What follows belongs to an exercise in optimizing a design on an open flow for small area; a production flow would make more cautious choices. Function was checked by simulation only, so behaviour that the tests miss may differ from the original. Power is estimated from default activity; no workload was simulated.

$ cat flow/constraint.sdc
create_clock -name core_clock -period 20.0 [get_ports {clk}]
set_input_delay 4.0000 -clock core_clock [delete_from_list [all_inputs] [get_ports {clk}]]
set_output_delay 4.0000 -clock core_clock [all_outputs]
set_load 0.01 [all_outputs]
$ cat flow/design.v
module aba_energy (
    input  wire               clk,
    input  wire               rst,
    input  wire               run,
    input  wire               tick,
    input  wire signed [47:0] p1,
    input  wire signed [47:0] p2,
    input  wire signed [47:0] p3,
    input  wire        [47:0] s1,
    input  wire        [47:0] s2,
    input  wire        [47:0] s3,
    input  wire        [39:0] kp1,
    input  wire        [39:0] kp2,
    input  wire        [39:0] kp3,
    input  wire        [47:0] creep_thr,
    input  wire               wr_en,
    input  wire        [2:0]  wr_sel,
    input  wire        [63:0] wr_data,
    input  wire        [2:0]  rd_sel,
    output wire        [63:0] rd_count,
    output wire        [3:0]  dir
);
    reg  [47:0] pq0, pq1, pq2;
    reg  [39:0] kr0, kr1, kr2;       
    reg  [2:0]  crp;                 
    reg         run_q;
    wire [79:0] kk1 = {kp2, kp2};
    wire [79:0] kk2 = {kp3, kp3};
    wire        lt1, lt2, lt3;
    aba_ltu u_lt1 (.a(s1), .b(creep_thr), .lt(lt1));
    aba_ltu u_lt2 (.a(s2), .b(creep_thr), .lt(lt2));
    aba_ltu u_lt3 (.a(s3), .b(creep_thr), .lt(lt3));
    always @(posedge clk) begin
        if (tick) begin
            pq0   <= p1;
            pq1   <= p2;
            pq2   <= p3;
            crp   <= {lt3, lt2, lt1};
            run_q <= run;
        end
        kr0 <= tick ? kp1 : {kr0[0], kr0[39:1]};
        kr1 <= tick ? kk1[32 +: 40] : {kr1[0], kr1[39:1]};
        kr2 <= tick ? kk2[24 +: 40] : {kr2[0], kr2[39:1]};
    end
    reg         busy;
    reg  [1:0]  ph;                  
    reg  [5:0]  sc;                  
    reg  [2:0]  hc;                  
    reg         flush;               
    wire        tot_ph = (ph == 2'd3);
    wire        mstep  = busy & ~tot_ph & (sc < 6'd40);
    wire        tstep  = busy & ~tot_ph & (sc == 6'd40);
    wire        win    = busy & (tot_ph ? (sc < 6'd8) : (sc >= 6'd40));
    always @(posedge clk) begin
        if (rst) begin
            busy  <= 1'b0;
            ph    <= 2'd0;
            sc    <= 6'd0;
            hc    <= 3'd0;
            flush <= 1'b1;
        end else begin
            hc <= hc + 3'd1;
            if (hc == 3'd7)
                flush <= 1'b0;
            if (tick) begin
                busy <= 1'b1;
                ph   <= 2'd0;
                sc   <= 6'd0;
            end else if (busy) begin
                if (tot_ph ? (sc == 6'd7) : (sc == 6'd47)) begin
                    sc <= 6'd0;
                    ph <= ph + 2'd1;
                    if (tot_ph)
                        busy <= 1'b0;
                end else begin
                    sc <= sc + 6'd1;
                end
            end
        end
    end
    reg  [47:0] acc;                 
    reg         lsb;                 
    reg         stk;                 
    reg         kpnz;                
    reg  [49:0] tot;                 
    wire [47:0] psel = (ph == 2'd0) ? pq0 : (ph == 2'd1) ? pq1 : pq2;
    wire        kbit = (ph == 2'd0) ? kr0[0] : (ph == 2'd1) ? kr1[0] : kr2[0];
    wire        kg   = kbit & ~crp[ph];
    wire        neg  = psel[47];
    wire        pnz  = |psel;
    wire        rup  = lsb & stk;    
    wire [49:0] mx = (mstep & (sc == 6'd0)) ? 50'd0 : {{2{acc[47]}}, acc};
    wire [49:0] my = mstep ? (kg ? {{2{psel[47]}}, psel} : 50'd0)
                           : ((ph == 2'd0) ? 50'd0 : tot);
    wire        mc = ~mstep & (neg ? rup : lsb);
    wire [49:0] msum;
    aba_rca #(.W(50), .F(50)) u_madd (.a(mx), .b(my), .ci(mc), .s(msum));
    always @(posedge clk) begin
        if (mstep) begin
            acc  <= msum[48:1];
            lsb  <= msum[0];
            stk  <= (sc == 6'd0) ? 1'b0 : (stk | lsb);
            kpnz <= ((sc == 6'd0) ? 1'b0 : kpnz) | kg;
        end
        if (tstep)
            tot <= msum;
    end
    reg  [63:0] cnt0, cnt1, cnt2, cnt3, cnt4, cnt5, cnt6, cnt7;
    reg  [31:0] res [0:7];           
    reg  [3:0]  dir_q;
    wire        tneg   = tot[49];
    wire        tnz    = |tot;
    wire        rsgn   = tot_ph ? tneg : neg;
    wire [2:0]  target = {ph, rsgn};
    wire        upd    = win & (hc == target) & run_q &
                         (tot_ph ? tnz : (pnz & ~crp[ph] & kpnz));
    wire [2:0]  sel = busy ? target : rd_sel;
    wire [7:0]  oh = 8'd1 << sel;
    wire [63:0] rdm = ({64{oh[0]}} & cnt0) | ({64{oh[1]}} & cnt1) |
                      ({64{oh[2]}} & cnt2) | ({64{oh[3]}} & cnt3) |
                      ({64{oh[4]}} & cnt4) | ({64{oh[5]}} & cnt5) |
                      ({64{oh[6]}} & cnt6) | ({64{oh[7]}} & cnt7);
    wire [49:0] rb = tot_ph ? (tot ^ {50{tneg}}) : {2'b00, acc ^ {48{neg}}};
    wire        rc = tot_ph ? tneg : (neg ? ~rup : lsb);
    wire [95:0] rsum;
    aba_rca #(.W(96), .F(50)) u_radd (.a({rdm, res[0]}), .b({46'd0, rb}), .ci(rc), .s(rsum));
    wire        wr_act = wr_en & ~run;
    wire [63:0] bus = rst ? 64'd0 : (wr_act ? wr_data : rsum[95:32]);
    wire [7:0]  en;
    genvar g;
    generate
        for (g = 0; g < 8; g = g + 1) begin : g_en
            assign en[g] = rst | (wr_act & (wr_sel == g)) | (upd & (target == g));
        end
    endgenerate
    always @(posedge clk) begin
        if (en[0]) cnt0 <= bus;
        if (en[1]) cnt1 <= bus;
        if (en[2]) cnt2 <= bus;
        if (en[3]) cnt3 <= bus;
        if (en[4]) cnt4 <= bus;
        if (en[5]) cnt5 <= bus;
        if (en[6]) cnt6 <= bus;
        if (en[7]) cnt7 <= bus;
    end
    integer i;
    always @(posedge clk) begin
        for (i = 0; i < 7; i = i + 1)
            res[i] <= res[i + 1];
        res[7] <= upd ? rsum[31:0] : (flush ? 32'd0 : res[0]);
    end
    always @(posedge clk) begin
        if (rst)
            dir_q <= 4'd0;
        else if (tstep & pnz)
            dir_q[ph] <= neg;
        else if (busy & tot_ph & (sc == 6'd0) & tnz)
            dir_q[3] <= tneg;
    end
    assign rd_count = rdm;
    assign dir      = dir_q;
endmodule
module aba_rca #(parameter W = 8, parameter F = 8) (
    input  wire [W-1:0] a,
    input  wire [W-1:0] b,
    input  wire         ci,
    output wire [W-1:0] s
);
    wire [W:0] c;
    assign c[0] = ci;
    genvar i;
    generate
        for (i = 0; i < W; i = i + 1) begin : g_bit
            if (i < F) begin : g_fa
                assign s[i]     = a[i] ^ b[i] ^ c[i];
                assign c[i + 1] = (a[i] & b[i]) | (c[i] & (a[i] ^ b[i]));
            end else begin : g_ha
                assign s[i]     = a[i] ^ c[i];
                assign c[i + 1] = a[i] & c[i];
            end
        end
    endgenerate
endmodule
module aba_ltu (
    input  wire [47:0] a,
    input  wire [47:0] b,
    output wire        lt
);
    wire [48:0] br;
    assign br[0] = 1'b0;
    genvar i;
    generate
        for (i = 0; i < 48; i = i + 1) begin : g_bit
            assign br[i + 1] = (~a[i] & b[i]) | (~a[i] & br[i]) | (b[i] & br[i]);
        end
    endgenerate
    assign lt = br[48];
endmodule
$ cat flow/run.sh
#!/bin/bash
# synth_recipe.tcl (not shown) runs the flow's synth.tcl, then flattens the netlist and writes it again
# the make line also repeats each setting of config.mk as NAME=value (left out here)
make -C /OpenROAD-flow-scripts/flow DESIGN_CONFIG=/design/flow/config.mk WORK_HOME=/design/flow/orfs CLKGATE_MAP_FILE= SYNTH_SCRIPT=/design/flow/synth_recipe.tcl finish
$ cat flow/config.mk
export PLATFORM = sky130hd
export DESIGN_NAME = aba_energy
export DESIGN_NICKNAME = aba_energy
export VERILOG_FILES = /design/flow/design.v
export SDC_FILE = /design/flow/constraint.sdc
export NUM_CORES = 4
export LEC_CHECK = 0
export CAP_MARGIN = 20
export CORE_MARGIN = 2
export CORE_UTILIZATION = 30
export SLEW_MARGIN = 20
==> notes.md <==
-- routing by layer --
| layer | up-vias | part of all wire | global-route usage |
|---|---|---|---|
| met3 | 243 | 0.085 | 0.0497 |
| met2 | 1133 | 0.46 | 0.271 |
| met5 | - | 0.0015 | 0 |
| met1 | 14644 | 0.42 | 0.226 |
| li1 | 13666 | - | - |
| met4 | 34 | 0.032 | 0.0673 |
-- layout make-up --
class / count / area [um^2]
Antenna cell: 15 / 37.5
Sequential cell: 1154 / 30700
Timing Repair Buffer: 732 / 7130
Tap cell: 2030 / 2540
Clock inverter: 46 / 418
Multi-Input combinational cell: 1843 / 15500
Fill cell: 14235 / 91200
Inverter: 173 / 649
Clock buffer: 166 / 3470
-- metrics by stage --
step	cell area, um^2	hold WS, ps	utilization	TNS (ps)	setup WS [ps]
final	60500	297	0.399	-1418790	-6600
after global routing	60500	308	0.399	-1713490	-7370
after CTS	60400	295	0.398	-1455210	-6600
after floorplan	46000	310	-	-1384090	-6560
after detailed placement	55100	312	0.363	-1756690	-7950
after global placement	55100	310	0.363	-1671410	-7660
-- timing repair --
item / CTS / global route
hold endpoints to repair: 0 / 0
setup endpoints to repair: 427 / 435
buffers inserted: 1 / 0
gates resized for setup: 270 / 7
pin swaps: 91 / 12
cloned: 1 / 0
hold buffers: 0 / 0
-- cell families (layout without fill, tap and decap cells) --
| group | Yosys count | after routing | synth area share |
|---|---|---|---|
| DFF | 1154 | 1154 | 0.671 |
| other | 0 | 15 | 0 |
| and+or+nand+nor | 697 | 697 | 0.0742 |
| xor gates and xnor gates | 108 | 108 | 0.0206 |
| muxes | 182 | 182 | 0.0435 |
| adders and majority gates | 178 | 178 | 0.0634 |
| buffers and inverters | 334 | 1117 | 0.0287 |
| AOI/OAI and AO/OA | 678 | 678 | 0.0990 |
-- cells in the final DEF (no fill, tap or decap), types with 53 or more instances in the layout --
cell and instances:
edfxtp_1 761, clkdlybuf4s50_1 596, dfxtp_1 391, a22oi_1 238, nand2_1 205, inv_1 167, nor2_1 160, clkbuf_16 130
a21oi_1 127, buf_4 125, mux2_2 121, o21ai_0 102, xnor2_1 98, nand4_1 58, mux2i_1 58, nor2b_1 53
-- state kept, by name (all words and copies together), names as in the netlist, 50 cells and up --
| register | count |
|---|---|
| cnt4 | 64 |
| res | 256 |
| tot | 50 |
| cnt1 | 64 |
| cnt2 | 64 |
| cnt7 | 64 |
| cnt3 | 64 |
| cnt6 | 64 |
| cnt0 | 64 |
| cnt5 | 64 |
-- path summary, 6_finish.rpt --
kind | end | startpoint
worst max-delay path | cnt0[63]$_DFFE_PP_ | ph[1]$_SDFFE_PP0P_
worst min register to register | res[1][20]$_DFF_P_ | res[2][20]$_DFF_P_
worst max register to register | cnt0[63]$_DFFE_PP_ | ph[1]$_SDFFE_PP0P_
worst min-delay path | res[1][20]$_DFF_P_ | res[2][20]$_DFF_P_
-- where the power goes --
| part | leakage (nW) | internal [W] | total, W | switching (W) |
|---|---|---|---|---|
| combinational | 8.18 | 0.000334 | 0.000760 | 0.000426 |
| clock | 1.90 | 0.00125 | 0.00218 | 0.000927 |
| sequential | 10.9 | 0.00279 | 0.00284 | 0.0000543 |
==> impl_results.md <==
- Status: failed layout checks
- SO Faults: setup timing
- Final setup vio count: 423
- 1st-iter DRT viols: 2608
- Commonest cells post-synth: edfxtp_1, dfxtp_1, nand2_1
- Critical path class: reg -> reg
- Layout cells sized above 1: 0.164
- Most common cell in the netlist: edfxtp_1
- Path length in cells of the critical path: 107
- Avg Inst Size Synth: 13.8 um^2
- Delay-heaviest family, CP: adder cells
- Vias in the first global route: 29844
- P&R area growth vs syn: 32.1%
- Tmin final: 26600 ps
- Mapped Area: 45800 um^2
- Syn_nets: 4015
- Port-buffer cells: 598
- Leakage: 21.0 nW
- Row count: 143
- Synth cell types: 79
- Startpoint type of the worst setup path: flip-flop
- Cells after synthesis: 3331
- Worst-path clk slew: 60 ps
- # DRC: 0
- Total track usage: 0.173
- Sink Count: 1154
- Syn. warnings: 2
- Clock Skews: 67.9 ps
- Slowest cell on crit path: fa_2
- Routed via count: 29720
- Total grt overflow: 0
- Design Power: 0.00578 W
- CTS buffer count: 118
- Non-Filler Instances: 6159
- RSZ-0062 raised after global routing: yes
- Ports: 599
- CP peak stage delay: 420 ps
- Tcrit/Tclk final: 1.33
- Die height: 395 um
- Vias per inst: 4.83
- VDD IR max: 0.0000707 V
- Core Area: 152000 um^2
- Clock Path Buffers: 3
- Die W: 395 um
- Placed Cells: 5930
- Worst Hold Depth: 0
- Largest net degree at the start of global routing: 124
- Drt pass-1 iters: 5
- CTS Root Cell: clkbuf_16
- Crit-path most repeated cell: fa_2
- GPL Wtd Cong: 0.924
- Wire length per cell: 22.6 um
- FMAX: 37.6 MHz
- Reg2reg setup slack: -6600 ps
- Worst-margin pin slew: 1250 ps
- Post-Route WL: 139000 um
- Worst EP required: 20550 ps
- Main synth FF type: edfxtp_1
- Register area share after synthesis: 0.671
- Leading area contributor after synthesis: edfxtp_1
- Pwr/cell area: 95.5 nW/um^2
- Dpl hpwl: 95500 um
- Clk Latency, worst-skew pair: 750 ps
- Share of the synthesized area in the top cell type: 0.499
- CP Max Fanout: 8
- TritonCTS clock tree: done
- Synth area leaders: edfxtp_1, dfxtp_1, fa_1
- H-tree levels: 3
- Reg2reg path depth: 107
- Fin. Hold Viols: 0
- Crit path DAT: 27150 ps
- Initial Utilization: 0.302
- Max-cap violations: 0
- Post-synth EDFFs: 761
- Yosys reg bits: 1154
- Ys async rst share: 0
- Fin worst setup slack: -6600 ps
- Initial antenna violation count: 32
- Worst path bufs/invs: 4
- Slew HR: 0.158
- Setup crit end kind: flip-flop
- Post-route antenna net violation count: 0
- First-pass GRT wire length: 200000 um
- Final Max Tran Viols: 0
- Die area: 156000 um^2
- Fin nets: 4706
- Hold Crit Class: reg -> reg

[separate check: timing with driven ports]
The results above use ideal ports. As a check the final layout listed here was re-extracted and re-timed, cells and wires unchanged. Step 1 sets driving cells, clkbuf_16 on the clock port and buf_2 on the other inputs (assumed; they add their load-dependent delay and slew). Step 2, shift: input delay + t, output delay - t, t = (earliest + latest rising clock arrival at the registers) / 2. This alone moves slack from input paths to output paths. Three values: ideal, step 1, step 2; two values: the first two.
shift t [ns]: 0.788
setup WS [ns]: -6.601 / -6.601 / -6.601
hold WS [ns]: 0.297 / 0.297 / 0.297
clock arrival spread, ns: 0.068 / 0.068
worst slew at a driven data input, ns: 0.17
For this run, drivers alone change the setup slack by 0.000 ns; drivers and shift together by 0.000 ns.
